Source: an optimization exercise on an open RTL-to-GDS flow (aim: small area, a short achievable clock period and few clock cycles). Production flows keep margins and buffers that such runs may drop. The RTL was checked by simulation tests, not by an equivalence proof against the original design.

[flow/run.sh]
#!/bin/bash
# synth_recipe.tcl (not shown) runs the flow's synth.tcl, then flattens the netlist and writes it again
# the make line also repeats each setting of config.mk as NAME=value (left out here)
make -C /OpenROAD-flow-scripts/flow DESIGN_CONFIG=/design/flow/config.mk WORK_HOME=/design/flow/orfs CLKGATE_MAP_FILE= SYNTH_SCRIPT=/design/flow/synth_recipe.tcl finish
[flow/config.mk]
export PLATFORM = sky130hd
export DESIGN_NAME = svetva_chain
export DESIGN_NICKNAME = svetva_chain
export VERILOG_FILES = /design/flow/design.v
export SDC_FILE = /design/flow/constraint.sdc
export NUM_CORES = 4
export LEC_CHECK = 0
export CAP_MARGIN = 20
export CORE_MARGIN = 2
export CORE_UTILIZATION = 40
export SLEW_MARGIN = 20
[flow/constraint.sdc]
create_clock -name core_clock -period 12.5 [get_ports {clk}]
set_input_delay 2.5000 -clock core_clock [delete_from_list [all_inputs] [get_ports {clk}]]
set_output_delay 2.5000 -clock core_clock [all_outputs]
set_load 0.01 [all_outputs]
[flow/design.v]
module svetva_chain (
    input  wire         clk,
    input  wire         rst,
    input  wire         cmd_valid,
    output wire         cmd_ready,
    input  wire         cmd_open,
    input  wire [63:0]  cmd_uid,
    input  wire [7:0]   cmd_ring,
    input  wire [31:0]  cmd_rcount,
    input  wire [31:0]  cmd_seq,
    input  wire         in_valid,
    output wire         in_ready,
    input  wire [31:0]  in_data,
    output wire [255:0] chain,
    output reg          done
);
    localparam [1:0] S_IDLE = 2'd0, S_RUN = 2'd1, S_FIN = 2'd2;
    function [31:0] rotr(input [31:0] x, input integer n);
        rotr = (x >> n) | (x << (32 - n));
    endfunction
    function [31:0] bsig0(input [31:0] x);
        bsig0 = rotr(x, 2) ^ rotr(x, 13) ^ rotr(x, 22);
    endfunction
    function [31:0] bsig1(input [31:0] x);
        bsig1 = rotr(x, 6) ^ rotr(x, 11) ^ rotr(x, 25);
    endfunction
    function [31:0] ssig0(input [31:0] x);
        ssig0 = rotr(x, 7) ^ rotr(x, 18) ^ (x >> 3);
    endfunction
    function [31:0] ssig1(input [31:0] x);
        ssig1 = rotr(x, 17) ^ rotr(x, 19) ^ (x >> 10);
    endfunction
    function [31:0] bswap(input [31:0] x);
        bswap = {x[7:0], x[15:8], x[23:16], x[31:24]};
    endfunction
    localparam [255:0] IV = {32'h6a09e667, 32'hbb67ae85, 32'h3c6ef372, 32'ha54ff53a,
                             32'h510e527f, 32'h9b05688c, 32'h1f83d9ab, 32'h5be0cd19};
    reg  [1:0]   state;
    reg          op_open;       
    reg  [63:0]  uid_r;
    reg  [7:0]   ring_r;
    reg  [31:0]  rcount_r;
    reg  [31:0]  seq_r;
    reg  [15:0]  len_r;         
    reg  [10:0]  blk;           
    reg  [5:0]   t;             
    reg  [31:0]  c_w [0:7];     
    reg  [31:0]  h_w [0:7];     
    reg  [31:0]  a, b, c, d, e, f, g, h;
    reg  [31:0]  w   [0:15];    
    genvar gi;
    generate
        for (gi = 0; gi < 8; gi = gi + 1) begin : g_chain
            assign chain[32*gi +  7:32*gi +  0] = c_w[gi][31:24];
            assign chain[32*gi + 15:32*gi +  8] = c_w[gi][23:16];
            assign chain[32*gi + 23:32*gi + 16] = c_w[gi][15:8];
            assign chain[32*gi + 31:32*gi + 24] = c_w[gi][7:0];
        end
    endgenerate
    wire [14:0] m       = {blk, t[3:0]};                 
    wire [16:0] msg_len = 17'd96 + {1'b0, len_r};        
    wire [16:0] pos     = {m, 2'b00};                    
    wire [16:0] left    = msg_len - pos;                 
    wire        last_blk = op_open ? 1'b1
                         : (blk != 11'd0) && (blk == msg_len[16:6] + {10'd0, (msg_len[5:0] > 6'd55)});
    wire        need_in = !op_open && (m >= 15'd8) && (pos < msg_len);
    wire [31:0] in_be   = bswap(in_data);
    reg  [31:0] msg_word;
    always @(*) begin
        msg_word = 32'd0;
        if (op_open) begin
            case (t[3:0])
                4'd0:  msg_word = 32'h53564554;              
                4'd1:  msg_word = 32'h56412d43;              
                4'd2:  msg_word = bswap(uid_r[31:0]);
                4'd3:  msg_word = bswap(uid_r[63:32]);
                4'd4:  msg_word = {ring_r, 24'd0};
                4'd5:  msg_word = bswap(rcount_r);
                4'd6:  msg_word = bswap(seq_r);
                4'd7:  msg_word = 32'h80000000;
                4'd15: msg_word = 32'd224;                   
                default: msg_word = 32'd0;
            endcase
        end else if (m < 15'd8) begin
            msg_word = c_w[m[2:0]];
        end else if (pos < msg_len) begin
            case (left > 17'd3 ? 2'd0 : left[1:0])
                2'd1:    msg_word = {in_be[31:24], 8'h80, 16'd0};
                2'd2:    msg_word = {in_be[31:16], 8'h80, 8'd0};
                2'd3:    msg_word = {in_be[31:8], 8'h80};
                default: msg_word = in_be;
            endcase
        end else if (pos == msg_len) begin
            msg_word = 32'h80000000;
        end else if (last_blk && t[3:0] == 4'd15) begin
            msg_word = {12'd0, msg_len, 3'b000};
        end
    end
    reg  [31:0] k_t;
    always @(*) begin
        case (t)
            6'd0: k_t = 32'h428a2f98;
            6'd1: k_t = 32'h71374491;
            6'd2: k_t = 32'hb5c0fbcf;
            6'd3: k_t = 32'he9b5dba5;
            6'd4: k_t = 32'h3956c25b;
            6'd5: k_t = 32'h59f111f1;
            6'd6: k_t = 32'h923f82a4;
            6'd7: k_t = 32'hab1c5ed5;
            6'd8: k_t = 32'hd807aa98;
            6'd9: k_t = 32'h12835b01;
            6'd10: k_t = 32'h243185be;
            6'd11: k_t = 32'h550c7dc3;
            6'd12: k_t = 32'h72be5d74;
            6'd13: k_t = 32'h80deb1fe;
            6'd14: k_t = 32'h9bdc06a7;
            6'd15: k_t = 32'hc19bf174;
            6'd16: k_t = 32'he49b69c1;
            6'd17: k_t = 32'hefbe4786;
            6'd18: k_t = 32'h0fc19dc6;
            6'd19: k_t = 32'h240ca1cc;
            6'd20: k_t = 32'h2de92c6f;
            6'd21: k_t = 32'h4a7484aa;
            6'd22: k_t = 32'h5cb0a9dc;
            6'd23: k_t = 32'h76f988da;
            6'd24: k_t = 32'h983e5152;
            6'd25: k_t = 32'ha831c66d;
            6'd26: k_t = 32'hb00327c8;
            6'd27: k_t = 32'hbf597fc7;
            6'd28: k_t = 32'hc6e00bf3;
            6'd29: k_t = 32'hd5a79147;
            6'd30: k_t = 32'h06ca6351;
            6'd31: k_t = 32'h14292967;
            6'd32: k_t = 32'h27b70a85;
            6'd33: k_t = 32'h2e1b2138;
            6'd34: k_t = 32'h4d2c6dfc;
            6'd35: k_t = 32'h53380d13;
            6'd36: k_t = 32'h650a7354;
            6'd37: k_t = 32'h766a0abb;
            6'd38: k_t = 32'h81c2c92e;
            6'd39: k_t = 32'h92722c85;
            6'd40: k_t = 32'ha2bfe8a1;
            6'd41: k_t = 32'ha81a664b;
            6'd42: k_t = 32'hc24b8b70;
            6'd43: k_t = 32'hc76c51a3;
            6'd44: k_t = 32'hd192e819;
            6'd45: k_t = 32'hd6990624;
            6'd46: k_t = 32'hf40e3585;
            6'd47: k_t = 32'h106aa070;
            6'd48: k_t = 32'h19a4c116;
            6'd49: k_t = 32'h1e376c08;
            6'd50: k_t = 32'h2748774c;
            6'd51: k_t = 32'h34b0bcb5;
            6'd52: k_t = 32'h391c0cb3;
            6'd53: k_t = 32'h4ed8aa4a;
            6'd54: k_t = 32'h5b9cca4f;
            6'd55: k_t = 32'h682e6ff3;
            6'd56: k_t = 32'h748f82ee;
            6'd57: k_t = 32'h78a5636f;
            6'd58: k_t = 32'h84c87814;
            6'd59: k_t = 32'h8cc70208;
            6'd60: k_t = 32'h90befffa;
            6'd61: k_t = 32'ha4506ceb;
            6'd62: k_t = 32'hbef9a3f7;
            default: k_t = 32'hc67178f2;
        endcase
    end
    wire [31:0] w_sched = ssig1(w[14]) + w[9] + ssig0(w[1]) + w[0];
    wire [31:0] w_t     = (t < 6'd16) ? msg_word : w_sched;
    wire [31:0] ch      = (e & f) ^ (~e & g);
    wire [31:0] maj     = (a & b) ^ (a & c) ^ (b & c);
    wire [31:0] t1      = h + bsig1(e) + ch + k_t + w_t;
    wire [31:0] t2      = bsig0(a) + maj;
    wire        stall   = (state == S_RUN) && (t < 6'd16) && need_in && !in_valid;
    assign cmd_ready = (state == S_IDLE);
    assign in_ready  = (state == S_RUN) && (t < 6'd16) && need_in;
    wire [31:0] sum0 = h_w[0] + a;
    wire [31:0] sum1 = h_w[1] + b;
    wire [31:0] sum2 = h_w[2] + c;
    wire [31:0] sum3 = h_w[3] + d;
    wire [31:0] sum4 = h_w[4] + e;
    wire [31:0] sum5 = h_w[5] + f;
    wire [31:0] sum6 = h_w[6] + g;
    wire [31:0] sum7 = h_w[7] + h;
    integer i;
    always @(posedge clk) begin
        if (rst) begin
            state <= S_IDLE;
            done  <= 1'b0;
            blk   <= 11'd0;
            t     <= 6'd0;
            for (i = 0; i < 8; i = i + 1)
                c_w[i] <= 32'd0;
        end else begin
            done <= 1'b0;
            case (state)
                S_IDLE: begin
                    if (cmd_valid) begin
                        state <= S_RUN;
                        blk   <= 11'd0;
                        t     <= 6'd0;
                    end
                end
                S_RUN: begin
                    if (!stall) begin
                        t <= t + 6'd1;
                        if (t == 6'd63)
                            state <= S_FIN;
                    end
                end
                default: begin  
                    if (last_blk) begin
                        state <= S_IDLE;
                        done  <= 1'b1;
                        c_w[0] <= sum0; c_w[1] <= sum1; c_w[2] <= sum2; c_w[3] <= sum3;
                        c_w[4] <= sum4; c_w[5] <= sum5; c_w[6] <= sum6; c_w[7] <= sum7;
                    end else begin
                        state <= S_RUN;
                        blk   <= blk + 11'd1;
                    end
                end
            endcase
        end
    end
    always @(posedge clk) begin
        case (state)
            S_IDLE: begin
                if (cmd_valid) begin
                    op_open  <= cmd_open;
                    uid_r    <= cmd_uid;
                    ring_r   <= cmd_ring;
                    rcount_r <= cmd_rcount;
                    seq_r    <= cmd_seq;
                    {a, b, c, d, e, f, g, h} <= IV;
                    {h_w[0], h_w[1], h_w[2], h_w[3], h_w[4], h_w[5], h_w[6], h_w[7]} <= IV;
                end
            end
            S_RUN: begin
                if (!stall) begin
                    h <= g;
                    g <= f;
                    f <= e;
                    e <= d + t1;
                    d <= c;
                    c <= b;
                    b <= a;
                    a <= t1 + t2;
                    for (i = 0; i < 15; i = i + 1)
                        w[i] <= w[i + 1];
                    w[15] <= w_t;
                    if (!op_open && t == 6'd1 && blk == 11'd1)
                        len_r <= in_data[15:0];
                end
            end
            default: begin  
                h_w[0] <= sum0; h_w[1] <= sum1; h_w[2] <= sum2; h_w[3] <= sum3;
                h_w[4] <= sum4; h_w[5] <= sum5; h_w[6] <= sum6; h_w[7] <= sum7;
                {a, b, c, d, e, f, g, h} <= {sum0, sum1, sum2, sum3, sum4, sum5, sum6, sum7};
            end
        endcase
    end
endmodule
==> results.txt <==
## cells by family (layout without fill, tap and decap cells)
group / Yosys count / in the layout / synth area share
adders and majority gates: 615 / 615 / 0.110
xor gates and xnor gates: 614 / 614 / 0.0651
muxes: 74 / 74 / 0.0101
DFF: 1485 / 1485 / 0.498
other: 0 / 23 / 0
and+or+nand+nor: 2054 / 2054 / 0.113
buffers and inverters: 784 / 1305 / 0.0368
AOI/OAI and AO/OA: 2094 / 2094 / 0.167
## what timing repair did
item / CTS / global route
endpoints found under the setup margin: 1 / 13
pin swaps: 0 / 4
buffers inserted: 0 / 3
gates resized for setup: 1 / 14
endpoints found under the hold margin: 0 / 0
## cell usage in the layout, fill, tap and decap left out, drive strengths merged, types with 28 or more instances in the layout
cell type      netlist  final
a211oi              90     90
a21o               186    186
a21oi              643    643
a221oi              41     41
a222oi              55     55
a22o                92     92
a22oi               64     64
a31oi               96     96
and2               132    132
and3                61     61
buf                 68    171
clkbuf             323    223
clkdlybuf4s50        0    430
clkinv               4     65
dfxtp              308    308
edfxtp            1177   1177
fa                 196    196
ha                 415    415
inv                389    395
mux2                59     59
nand2              744    744
nand2b              54     54
nand3              119    119
nand4               38     38
nor2               584    584
nor2b               58     58
nor3               122    122
nor4                29     29
o211ai              41     41
o21a               120    120
o21ai              321    321
o21bai              41     41
o22ai               34     34
o31ai               28     28
or2                 29     29
xnor2              433    433
xor2               178    178
## how the worst max path moves through the flow
stage                       start                 end  slack (ns)  depth (start not counted)
2_1_floorplan            in_valid  len_r[0]$_DFFE_PP_       -4.21                          5
3_3_place_gp   len_r[5]$_DFFE_PP_     a[29]$_DFFE_PP_        0.26                         47
3_5_place_dp   len_r[5]$_DFFE_PP_     a[29]$_DFFE_PP_        0.12                         47
4_1_cts        len_r[5]$_DFFE_PP_     a[29]$_DFFE_PP_        0.02                         48
5_1_grt        len_r[5]$_DFFE_PP_     a[30]$_DFFE_PP_       -0.05                         49
6_report       len_r[5]$_DFFE_PP_     a[29]$_DFFE_PP_        0.58                         47
## final cells by class
type | count | area [um^2]
Clock buffer | 223 | 4560
Antenna cell | 23 | 57.6
Inverter | 393 | 1480
Clock inverter | 88 | 1070
Tap cell | 2788 | 3490
Sequential cell | 1485 | 41500
Timing Repair Buffer | 601 | 5670
Fill cell | 19107 | 110000
Multi-Input combinational cell | 5451 | 39000
## state kept, by name, indices dropped and copies added, names as in the netlist
signal and flops:
c_w 256, done 1, a 32, f 32, h_w 256, t 6
rcount_r 32, w 512, k_t 32, ring_r 8, state 2, op_open 1
d 32, h 32, seq_r 32, e 32, uid_r 64, c 32
blk 11, len_r 16, g 32, b 32
## per-layer routing
metal	wire length (um)	global-route usage	share of wire
met1	144000	0.438	0.39
met2	163000	0.517	0.44
met4	27100	0.210	0.074
met5	161	0	0.00044
met3	33200	0.0694	0.090
## through the flow
step | util | setup TNS, ns | cells
2_1_floorplan | - | -2478.75 | 7720
3_3_place_gp | 0.439 | 0 | 10712
3_5_place_dp | 0.439 | 0 | 10712
4_1_cts | 0.466 | 0 | 11023
5_1_grt | 0.467 | -0.0697 | 11034
6_report | 0.467 | 0 | 11052
==> impl_metrics.env <==
export IMPL_grt_first_pass_wirelength_mm=501
export IMPL_reg2reg_depth=47
export IMPL_yosys_area_top_type="edfxtp_1"
export IMPL_reg2reg_to="a[29]$_DFFE_PP_"
export IMPL_cts_root_buf="clkbuf_16"
export IMPL_antenna_found_initial=36
export IMPL_critPathSlowestCell="fa_1"
export IMPL_slew_violations=0
export IMPL_ant_nets=0
export IMPL_synth_top_area_share=0.424
export IMPL_fin_nets=8883
export IMPL_clk_pin_slew_worst_paths_ns=0.06
export IMPL_cp_arrival_ns=12.45
export IMPL_cts_tree="built"
export IMPL_ys_seq_elements=1485
export IMPL_yosysWarnings=4
export IMPL_hold_class="flip-flop to flip-flop"
export IMPL_setup_ws_ns=0.585
export IMPL_r2r_slack_ns=0.58
export IMPL_dpl_cell_area_mm2=0.0910
export IMPL_grt_max_degree=169
export IMPL_vias=66882
export IMPL_start_util=0.402
export IMPL_cpPeakStageDelay_ns=0.50
export IMPL_drc=0
export IMPL_drive_above_1_share=0.0715
export IMPL_fin_hold_ws_ns=0.384
export IMPL_cts_sinks=1485
export IMPL_cp_start_kind="flip-flop"
export IMPL_portBuffers=431
export IMPL_crit_buf_inv=8
export IMPL_synthArstFlopShare=0
export IMPL_die_y_um=460
export IMPL_insertion_delay_ns=0.87
export IMPL_area_delta_synth_final_pct=16.2
export IMPL_syn_inst=7720
export IMPL_overflow=0
export IMPL_fin_area_mm2=0.0968
export IMPL_die_area_mm2=0.212
export IMPL_r2r_start="len_r[5]$_DFFE_PP_"
export IMPL_yosysSeqAreaShare=0.498
export IMPL_post_place_ws_ns=0.119
export IMPL_grt_usage=0.338
export IMPL_clock_fmax_mhz=83.9
export IMPL_worstHoldPathCells=0
export IMPL_synth_most_common_cell="edfxtp_1"
export IMPL_netlist_top_cells_area="edfxtp_1 (42%), dfxtp_1 (7.4%), ha_1 (6.2%), fa_1 (4.7%), xnor2_1 (4.5%)"
export IMPL_synth_cell_types=112
export IMPL_syn_avg_cell_area_um2=10.8
export IMPL_syn_num_nets=8504
export IMPL_hold_viol=0
export IMPL_grt_pass1_vias=62962
export IMPL_dr_pass1_iters=10
export IMPL_drtIter0Drc=9065
export IMPL_tightestPinTransition_ns=1.39
export IMPL_postCtsHoldBufs=0
export IMPL_hpwl_mm=282
export IMPL_synthTopCellsByCount="edfxtp_1 (1,177), nand2_1 (741), a21oi_1 (640)"
export IMPL_min_to="w[9][2]$_DFFE_PP_"
export IMPL_cts_inserted_buffers=167
export IMPL_gp_congestion=1.02
export IMPL_ys_flop_type="edfxtp_1"
export IMPL_routed_wl_mm=367
export IMPL_cp_data_required_time_ns=13.04
export IMPL_status="no timing/DRC/antenna violations"
export IMPL_worstSetupPathType="flip-flop to flip-flop"
export IMPL_finalSetupViolations=0
export IMPL_coreArea_mm2=0.207
export IMPL_ios=432
export IMPL_maxCapViolCount=0
export IMPL_syn_area_mm2=0.0833
export IMPL_die_w_um=460
export IMPL_cts_max_path_buffers=3
export IMPL_period_needed_ns=11.92
export IMPL_skew_ns=0.0619
export IMPL_hp_start="w[10][2]$_DFFE_PP_"
export IMPL_critPathMaxFanout=6
export IMPL_synth_edf_count=1177
export IMPL_cts_max_level=4
export IMPL_row_count=167
export IMPL_crit_path_end_kind="flip-flop"
export IMPL_routed_via_density=6.05
export IMPL_relSlewSlack=0.0675
export IMPL_period_share=0.953
export IMPL_critPathTopFamily="compound AO/OA/AOI/OAI gates"
export IMPL_wl_per_cell_um=33.2
Testbench counts, summed over its fixed seeds: cycles 138,146.

re-timing with driven ports:
Ports are ideal in the flow. The routed layout listed here was re-timed in OpenROAD. Step 1, drivers: a clkbuf_16 drives clk and a buf_2 each remaining input, both assumed. Step 2 also shifts input and output timing later by t, the mid clock arrival at the registers, as if the neighbouring blocks saw the same clock. Slacks: no drivers / after step 1 / after step 2; pairs: no drivers / after step 1.
t, ns: 0.936
slack for setup (ns): 0.585 / 0.585 / 0.585
worst setup path after step 2: register to register
After both steps this run still meets setup and hold. For this run, drivers alone change the setup slack by 0.000 ns; drivers and shift together by 0.000 ns.
